What follows belongs to an exercise in optimizing a design on an open flow for small area and a short achievable clock period; a production flow would make more cautious choices. The RTL was checked by simulation tests, not by an equivalence proof against the original design. The clock port is modelled as an ideal driver; clocking choices that lean on that would not hold on a real chip.

==> inputs of 07-22 <==
## trk_lane_rx
module trk_lane_rx (
    input  wire        clk,
    input  wire        rst,           
    input  wire        blk_valid,
    input  wire [1:0]  blk_sh,        
    input  wire [63:0] blk_pl,        
    input  wire [2:0]  cfg_lane,
    input  wire [1:0]  cfg_step,
    output reg         locked,
    output reg         dat_valid,
    output wire [7:0]  dat_idx,
    output wire [63:0] dat_pl,
    output reg         hdr_valid,
    output reg         hdr_ok,
    output reg  [47:0] hdr_fcnt,
    output reg  [15:0] hdr_claim,
    output reg  [3:0]  hdr_ql,
    output reg  [1:0]  hdr_step,
    output reg  [2:0]  hdr_state,
    output reg  [7:0]  hdr_msg,
    output reg         crc_valid,
    output reg         crc_ok
);
==> flow/config.mk <==
export PLATFORM = sky130hd
export DESIGN_NAME = trk_lane_rx
export DESIGN_NICKNAME = trk_lane_rx
export VERILOG_FILES = /design/flow/design.v
export SDC_FILE = /design/flow/constraint.sdc
export NUM_CORES = 4
export LEC_CHECK = 0
export CAP_MARGIN = 20
export CORE_MARGIN = 2
export CORE_UTILIZATION = 40
export SLEW_MARGIN = 20
==> flow/constraint.sdc <==
create_clock -name core_clock -period 13.5 [get_ports {clk}]
set_input_delay 2.7000 -clock core_clock [delete_from_list [all_inputs] [get_ports {clk}]]
set_output_delay 2.7000 -clock core_clock [all_outputs]
set_load 0.01 [all_outputs]
standard.sh (not shown) runs the stock make flow with config.mk's settings and CLKGATE_MAP_FILE= SYNTH_SCRIPT=/design/flow/synth_recipe.tcl, a recipe that flattens the netlist after the stock synthesis.
==> flow/flow/run.sh <==
#!/bin/bash
# Layout: the standard ORFS flow (standard.sh) with extra make settings from flow/params.sh:
# a smaller port-buffer cell, timing repair aimed at a tighter setup margin, smaller clock-tree
# clusters, and a two-level clock tree (flow/cts_post.tcl).
set -euo pipefail
source flow/params.sh
bash standard.sh "${ARGS[@]}" "POST_CTS_TCL=$PWD/flow/cts_post.tcl" finish > standard_flow.log 2>&1
==> flow/flow/cts_post.tcl <==
# After CTS: take out the H-tree's branch level and drive the leaf clock
# buffers from four root buffers on the clock port, one per quarter of the
# leaves, each placed at the middle of its leaves. Every flip-flop stays two
# like buffers from the clock port.
set block [ord::get_db_block]
set root [$block findInst clkbuf_0_clk]
if {$root != "NULL"} {
  set rootnet [[$root findITerm X] getNet]
  set clknet [[$root findITerm A] getNet]
  foreach inst [$block getInsts] {
    if {![string match "clkbuf_1_*" [$inst getName]]} { continue }
    if {[[$inst findITerm A] getNet] != $rootnet} { continue }
    set onet [[$inst findITerm X] getNet]
    foreach it [$onet getITerms] {
      if {[$it getInst] == $inst} { continue }
      $it disconnect
      $it connect $rootnet
    }
    puts "cts_post: removed [$inst getName]"
    odb::dbInst_destroy $inst
    odb::dbNet_destroy $onet
  }
  set leaves {}
  foreach it [$rootnet getITerms] { if {[$it getInst] != $root} { lappend leaves $it } }
  proc cmp_x {a b} { return [expr {[lindex [[$a getInst] getLocation] 0] - [lindex [[$b getInst] getLocation] 0]}] }
  proc cmp_y {a b} { return [expr {[lindex [[$a getInst] getLocation] 1] - [lindex [[$b getInst] getLocation] 1]}] }
  set sx [lsort -command cmp_x $leaves]
  set h [expr {[llength $sx] / 2}]
  set groups {}
  foreach part [list [lrange $sx 0 [expr {$h - 1}]] [lrange $sx $h end]] {
    set sy [lsort -command cmp_y $part]
    set q [expr {[llength $sy] / 2}]
    lappend groups [lrange $sy 0 [expr {$q - 1}]] [lrange $sy $q end]
  }
  set i 0
  foreach g $groups {
    if {[llength $g] == 0} { continue }
    if {$i == 0} {
      set r $root; set n $rootnet
    } else {
      set r [odb::dbInst_create $block [$root getMaster] "clkbuf_0_${i}_clk"]
      set n [odb::dbNet_create $block "clknet_0_${i}_clk"]
      $n setSigType CLOCK
      [$r findITerm A] connect $clknet
      [$r findITerm X] connect $n
    }
    set sxx 0; set syy 0; set k 0
    foreach it $g {
      if {$i != 0} { $it disconnect; $it connect $n }
      set l [[$it getInst] getLocation]
      incr sxx [lindex $l 0]; incr syy [lindex $l 1]; incr k
    }
    $r setLocation [expr {$sxx / $k}] [expr {$syy / $k}]
    $r setPlacementStatus PLACED
    puts "cts_post: [$r getName] drives $k leaves"
    incr i
  }
  detailed_placement
  check_placement -verbose
  estimate_parasitics -placement
  report_clock_latency
}
Other scripts of this flow, unchanged in this note and not shown: flow/flow/params.sh
==> 01-05 (differences from 07-22) <==
==> flow/flow/cts_post.tcl (replaced) <==
# After CTS: take out the H-tree's branch level, so that the leaf clock
# buffers are driven straight from the root buffer (two buffers from the
# clock port to every flip-flop, all alike).
set block [ord::get_db_block]
set root [$block findInst clkbuf_0_clk]
if {$root != "NULL"} {
  set rootnet [[$root findITerm X] getNet]
  foreach inst [$block getInsts] {
    if {![string match "clkbuf_1_*" [$inst getName]]} { continue }
    set a [$inst findITerm A]
    if {[$a getNet] != $rootnet} { continue }
    set onet [[$inst findITerm X] getNet]
    foreach it [$onet getITerms] {
      if {[$it getInst] == $inst} { continue }
      $it disconnect
      $it connect $rootnet
    }
    puts "cts_post: removed [$inst getName]"
    odb::dbInst_destroy $inst
    odb::dbNet_destroy $onet
  }
  estimate_parasitics -placement
  report_clock_latency
}
==> comparison <==
Critical path depth is the same in 07-22 and 01-05.
Die area is the same in 01-05 and 07-22.
Of 07-22 and 01-05, 07-22 has the higher design area (gap 0.24%, measured against 01-05).
Of 07-22 and 01-05, 01-05 has the higher global-route usage (gap 0.28 points).
==> figures <==
Met1 GRT Util: 07-22 28.8%; 01-05 28.7%
Number of global-route vias before repair: 07-22 7994; 01-05 7960
DRT Wirelength: 07-22 37.0 mm; 01-05 37.0 mm
Worst stage delay on the critical path: 07-22 0.52 ns; 01-05 0.51 ns
Area taken by multi-input logic gates: 07-22 6110 sq um; 01-05 6100 sq um
Clock latency on the worst-skew pair: 07-22 0.32 ns; 01-05 0.45 ns
Run status: 07-22 no timing/DRC/antenna violations; 01-05 no timing/DRC/antenna violations
Worst Slack Setup Final: 07-22 9.79 ns; 01-05 9.65 ns
Largest clock skew in the final design: 07-22 0.0215 ns; 01-05 0.0140 ns

[re-timing with driven ports]
The results above use ideal ports. As a check the final layouts listed here were re-extracted and re-timed, cells and wires unchanged. Step 1, drivers: a clkbuf_16 drives clk and a buf_2 each remaining input, both assumed. Step 2 times the ports against the registers' clock, not the clock port: input delays grow and output delays shrink by t, the midpoint of the rising clock arrivals with the driver on. Three values: ideal, step 1, step 2; two values: the first two.
run	shift t [ns]	setup slack, ns	latest minus earliest clock arrival (ns)	pins driven straight from the clock port
07-22	0.403	9.789 / 9.690 / 9.486	0.021 / 0.021	4
01-05	0.497	9.647 / 9.595 / 9.377	0.014 / 0.014	1
After both steps every run listed still meets setup and hold. The setup slack of 07-22, which loses most, moves by -0.099 ns with the drivers and by -0.303 ns with both steps.
